Source: an optimization exercise on an open RTL-to-GDS flow (aim: small area and a short achievable clock period). Production flows keep margins and buffers that such runs may drop.
In this exercise RTL edits were held to simulation tests only and were not proved equivalent to the original.
Power and IR drop assume default switching activity.

==> flow/design.v <==
module rld_ecc_enc (
    input  wire [63:0] data,
    output wire [7:0]  check,
    output wire        dpar      
);
    function [64*7-1:0] dpos_table(input integer unused);
        integer p, n;
        begin
            dpos_table = {64*7{1'b0}};
            n = 0;
            for (p = 1; p < 72; p = p + 1)
                if ((p & (p - 1)) != 0) begin
                    dpos_table[7*n +: 7] = p[6:0];
                    n = n + 1;
                end
        end
    endfunction
    localparam [64*7-1:0] DPOS = dpos_table(0);
    function [63:0] row_mask(input integer h);
        integer j;
        begin
            for (j = 0; j < 64; j = j + 1)
                row_mask[j] = (DPOS[7*j+3 +: 4] == h);
        end
    endfunction
    function [63:0] col_mask(input integer l);
        integer j;
        begin
            for (j = 0; j < 64; j = j + 1)
                col_mask[j] = (DPOS[7*j +: 3] == l);
        end
    endfunction
    wire [8:0] row;
    wire [7:0] col;
    genvar g;
    generate
        for (g = 0; g < 9; g = g + 1) begin : g_row
            assign row[g] = ^(data & row_mask(g));
        end
        for (g = 0; g < 8; g = g + 1) begin : g_col
            assign col[g] = ^(data & col_mask(g));
        end
    endgenerate
    wire c37 = col[3] ^ col[7];
    wire c56 = col[5] ^ col[6];
    wire r37 = row[3] ^ row[7];
    wire r56 = row[5] ^ row[6];
    assign check[0] = col[1] ^ col[5] ^ c37;
    assign check[1] = col[2] ^ col[6] ^ c37;
    assign check[2] = col[4] ^ col[7] ^ c56;
    assign check[3] = row[1] ^ row[5] ^ r37;
    assign check[4] = row[2] ^ row[6] ^ r37;
    assign check[5] = row[4] ^ row[7] ^ r56;
    assign check[6] = row[8];
    assign check[7] = (col[0] ^ col[3]) ^ c56 ^
                      (row[1] ^ row[2]) ^ (row[4] ^ row[7]) ^ row[8];
    assign dpar = ((col[0] ^ col[1]) ^ (col[2] ^ col[4])) ^ (c37 ^ c56);
endmodule
module rld_ecc (
    input  wire        clk,
    input  wire        rst,
    input  wire        in_valid,
    input  wire [71:0] in_code,
    input  wire [63:0] in_wdata,
    input  wire [7:0]  in_bmask,
    input  wire        in_wpoison,
    output reg         out_valid,
    output wire [63:0] out_data,
    output wire [71:0] out_code,
    output reg  [1:0]  out_status,
    output reg  [6:0]  out_syn,
    output wire        out_poison
);
    localparam [1:0] ST_CLEAN  = 2'd0;
    localparam [1:0] ST_CORR   = 2'd1;
    localparam [1:0] ST_POISON = 2'd2;
    localparam [1:0] ST_UE     = 2'd3;
    function [64*7-1:0] dpos_table(input integer unused);
        integer p, n;
        begin
            dpos_table = {64*7{1'b0}};
            n = 0;
            for (p = 1; p < 72; p = p + 1)
                if ((p & (p - 1)) != 0) begin
                    dpos_table[7*n +: 7] = p[6:0];
                    n = n + 1;
                end
        end
    endfunction
    localparam [64*7-1:0] DPOS = dpos_table(0);
    function integer part(input integer j);
        part = (DPOS[7*j+3 +: 4] == j / 8) ? 0 : 1;
    endfunction
    wire [63:0] rd_data = in_code[63:0];
    wire [7:0]  rd_recalc;
    wire        rd_dpar;
    rld_ecc_enc u_chk_enc (
        .data  (rd_data),
        .check (rd_recalc),
        .dpar  (rd_dpar)
    );
    wire [6:0] syn    = in_code[70:64] ^ rd_recalc[6:0];
    wire       parity = rd_dpar ^ (^in_code[71:64]);
    reg [63:0] pre;
    integer b;
    always @* begin
        for (b = 0; b < 8; b = b + 1)
            pre[8*b +: 8] = in_bmask[b] ? in_wdata[8*b +: 8] : rd_data[8*b +: 8];
    end
    wire [7:0] pre_check_lo, pre_check_hi;
    wire       pre_dpar_lo_unused, pre_dpar_hi_unused;
    rld_ecc_enc u_wr_enc_lo (
        .data  ({32'd0, pre[31:0]}),
        .check (pre_check_lo),
        .dpar  (pre_dpar_lo_unused)
    );
    rld_ecc_enc u_wr_enc_hi (
        .data  ({pre[63:32], 32'd0}),
        .check (pre_check_hi),
        .dpar  (pre_dpar_hi_unused)
    );
    function [7:0] part_cols(input integer b, input integer k);
        integer jj;
        begin
            part_cols = 8'd0;
            for (jj = 8*b; jj < 8*b + 8; jj = jj + 1)
                if (part(jj) == k)
                    part_cols[DPOS[7*jj +: 3]] = 1'b1;
        end
    endfunction
    function integer part_row(input integer b, input integer k);
        part_row = (b == 0) ? k : b + k;
    endfunction
    wire [7:0] syn_col = 8'd1 << syn[2:0];
    function col_in(input [7:0] cols, input [2:0] c);
        col_in = cols[c];
    endfunction
    reg [15:0] hit;
    integer j, k;
    always @* begin
        for (b = 0; b < 8; b = b + 1)
            for (k = 0; k < 2; k = k + 1)
                hit[2*b + k] = parity && !in_bmask[b] &&
                               (syn[6:3] == part_row(b, k)) &&
                               col_in(part_cols(b, k), syn[2:0]);
    end
    reg [63:0] r_npre;       
    reg [7:0]  r_check_lo, r_check_hi;
    reg [15:0] r_hit;
    reg [7:0]  r_syn_col;    
    reg        r_syn_nz;     
    reg        r_syn_hi;     
    reg        r_parity;
    reg        r_wpoison;    
    reg        r_full;       
    always @(posedge clk) begin
        if (rst)
            out_valid <= 1'b0;
        else
            out_valid <= in_valid;
        r_npre     <= ~pre;
        r_check_lo <= pre_check_lo;
        r_check_hi <= pre_check_hi;
        out_syn    <= syn;
        r_hit      <= hit;
        r_syn_col  <= syn_col;
        r_syn_nz   <= (syn != 7'd0);
        r_syn_hi   <= (syn > 7'd71);
        r_parity   <= parity;
        r_wpoison  <= in_wpoison && (in_bmask != 8'h00);
        r_full     <= (in_bmask == 8'hFF);
    end
    wire [6:0] s = out_syn;
    always @* begin
        if (!r_syn_nz)
            out_status = r_parity ? ST_CORR : ST_CLEAN;
        else if (!r_parity)
            out_status = ST_UE;
        else if (s == 7'h7F)
            out_status = ST_POISON;
        else if (!r_syn_hi)
            out_status = ST_CORR;
        else
            out_status = ST_UE;
    end
    wire bad_word = r_syn_nz && (!r_parity || r_syn_hi);
    assign out_poison = r_wpoison || (bad_word && !r_full);
    reg [63:0] flip;
    always @* begin
        for (j = 0; j < 64; j = j + 1)
            flip[j] = r_hit[2*(j/8) + part(j)] && r_syn_col[DPOS[7*j +: 3]];
    end
    wire applied = |r_hit;
    assign out_data = ~(r_npre ^ flip);
    wire [7:0] r_check = r_check_lo ^ r_check_hi;
    wire [6:0] new_c  = r_check[6:0] ^ (applied ? s : 7'd0) ^ {7{out_poison}};
    wire       new_c7 = r_check[7] ^ (applied & ~(^s));
    assign out_code = {new_c7, new_c, out_data};
endmodule
==> flow/config.mk <==
export PLATFORM = sky130hd
export DESIGN_NAME = rld_ecc
export DESIGN_NICKNAME = rld_ecc
export VERILOG_FILES = /design/flow/design.v
export SDC_FILE = /design/flow/constraint.sdc
export NUM_CORES = 4
export LEC_CHECK = 0
export CAP_MARGIN = 20
export CORE_MARGIN = 2
export CORE_UTILIZATION = 40
export SETUP_SLACK_MARGIN = 3.0
export SLEW_MARGIN = 20
==> flow/constraint.sdc <==
create_clock -name core_clock -period 6.0 [get_ports {clk}]
set_input_delay 1.2000 -clock core_clock [delete_from_list [all_inputs] [get_ports {clk}]]
set_output_delay 1.2000 -clock core_clock [all_outputs]
set_load 0.01 [all_outputs]
standard.sh (not shown) runs the stock make flow with config.mk's settings and CLKGATE_MAP_FILE= SYNTH_SCRIPT=/design/flow/synth_recipe.tcl, a recipe that flattens the netlist after the stock synthesis.
==> flow/flow/run.sh <==
#!/bin/bash
# The standard layout, with two changes in how cells are chosen:
# - the port buffers are buf_1 cells (buffer_ports -buffer_cell);
# - the 3-input XOR/XNOR cells and the 3- and 4-input ORs are added to the platform's don't-use list,
#   so that synthesis builds the XOR trees from 2-input cells, which are
#   faster and smaller here.
# Every tool's output goes to the ORFS logs; make's own output to standard.log.
export BUFFER_PORTS_ARGS="-buffer_cell sky130_fd_sc_hd__buf_1"
EXTRA="sky130_fd_sc_hd__xnor3_1 sky130_fd_sc_hd__xnor3_2 sky130_fd_sc_hd__xnor3_4 sky130_fd_sc_hd__xor3_1 sky130_fd_sc_hd__xor3_2 sky130_fd_sc_hd__xor3_4 sky130_fd_sc_hd__or4_1 sky130_fd_sc_hd__or4_2 sky130_fd_sc_hd__or4_4 sky130_fd_sc_hd__or4b_1 sky130_fd_sc_hd__or4b_2 sky130_fd_sc_hd__or4b_4 sky130_fd_sc_hd__or4bb_1 sky130_fd_sc_hd__or4bb_2 sky130_fd_sc_hd__or4bb_4 sky130_fd_sc_hd__or3_1 sky130_fd_sc_hd__or3_2 sky130_fd_sc_hd__or3_4 sky130_fd_sc_hd__or3b_1 sky130_fd_sc_hd__or3b_2 sky130_fd_sc_hd__or3b_4"
# The platform's own don't-use list (platforms/sky130hd/config.mk).
PLATFORM="sky130_fd_sc_hd__probe_p_8 sky130_fd_sc_hd__probec_p_8 sky130_fd_sc_hd__lpflow_bleeder_1 sky130_fd_sc_hd__lpflow_clkbufkapwr_1 sky130_fd_sc_hd__lpflow_clkbufkapwr_16 sky130_fd_sc_hd__lpflow_clkbufkapwr_2 sky130_fd_sc_hd__lpflow_clkbufkapwr_4 sky130_fd_sc_hd__lpflow_clkbufkapwr_8 sky130_fd_sc_hd__lpflow_clkinvkapwr_1 sky130_fd_sc_hd__lpflow_clkinvkapwr_16 sky130_fd_sc_hd__lpflow_clkinvkapwr_2 sky130_fd_sc_hd__lpflow_clkinvkapwr_4 sky130_fd_sc_hd__lpflow_clkinvkapwr_8 sky130_fd_sc_hd__lpflow_decapkapwr_12 sky130_fd_sc_hd__lpflow_decapkapwr_3 sky130_fd_sc_hd__lpflow_decapkapwr_4 sky130_fd_sc_hd__lpflow_decapkapwr_6 sky130_fd_sc_hd__lpflow_decapkapwr_8 sky130_fd_sc_hd__lpflow_inputiso0n_1 sky130_fd_sc_hd__lpflow_inputiso0p_1 sky130_fd_sc_hd__lpflow_inputiso1n_1 sky130_fd_sc_hd__lpflow_inputiso1p_1 sky130_fd_sc_hd__lpflow_inputisolatch_1 sky130_fd_sc_hd__lpflow_isobufsrc_1 sky130_fd_sc_hd__lpflow_isobufsrc_16 sky130_fd_sc_hd__lpflow_isobufsrc_2 sky130_fd_sc_hd__lpflow_isobufsrc_4 sky130_fd_sc_hd__lpflow_isobufsrc_8 sky130_fd_sc_hd__lpflow_isobufsrckapwr_16 sky130_fd_sc_hd__lpflow_lsbuf_lh_hl_isowell_tap_1 sky130_fd_sc_hd__lpflow_lsbuf_lh_hl_isowell_tap_2 sky130_fd_sc_hd__lpflow_lsbuf_lh_hl_isowell_tap_4 sky130_fd_sc_hd__lpflow_lsbuf_lh_isowell_4 sky130_fd_sc_hd__lpflow_lsbuf_lh_isowell_tap_1 sky130_fd_sc_hd__lpflow_lsbuf_lh_isowell_tap_2 sky130_fd_sc_hd__lpflow_lsbuf_lh_isowell_tap_4"
bash standard.sh "DONT_USE_CELLS=$EXTRA $PLATFORM" finish > standard.log 2>&1
The starting point completed with no timing, DRC or antenna violations.
Rerun with:
Settings changed: SETUP_SLACK_MARGIN 3.0 to 2.5.
Effect:
- cell area shrinks by 11%
- routed wire length decreases by 4.3%
- hold slack loses 0.0088 ns
- synthesized cell count does not change
- via count goes down by 3.9%
Rerun with:
Settings changed: CORE_UTILIZATION 40 to 55, CTS_BUF_LIST from default to sky130_fd_sc_hd__clkbuf_8, SETUP_SLACK_MARGIN 2.5 to 2.8.
Total power decreases by 1.4%.
Critical path depth goes up by 1.
Global-route usage increases by 7.7 points.
Rerun with:
Settings changed: CORE_UTILIZATION 55 to 40, CTS_BUF_LIST sky130_fd_sc_hd__clkbuf_8 to default.
What happened: The changed run ran to the end with no violations; clock-buffer cell count is higher by 1; combinational power is higher by about 2%; non-clock buffer count is higher by 3; fmax is higher by 1.3%; routed wire length is higher by 2.5%; sequential share of layout area is lower by 0.95 points.

==> port drivers added, routing unchanged <==
The results above use ideal ports. As a check the final layouts listed here were re-extracted and re-timed, cells and wires unchanged.
Step 1 assumes that a clkbuf_16 drives the clock port and a buf_2 every other input.
Step 2 moves the port delays by t, midway between the first and last clock arrival at a register: inputs arrive t later, outputs are due t later. That takes back most of the time a late clock gives input paths.
a / b / c = ideal / step 1 / step 2; a / b = the first two.
run | shift t [ns] | slack for setup (ns) | pins driven straight from the clock port
the first run | 0.469 | 2.950 / 2.973 / 2.504 | 1
the second run | 0.471 | 2.707 / 2.727 / 2.257 | 1
the third run | 0.487 | 2.863 / 2.866 / 2.391 | 1
the fourth run | 0.469 | 2.904 / 2.857 / 2.453 | 1
After both steps setup and hold are still met in every run listed. The setup slack of the third run, which loses most, moves by +0.003 ns with the drivers and by -0.472 ns with both steps.
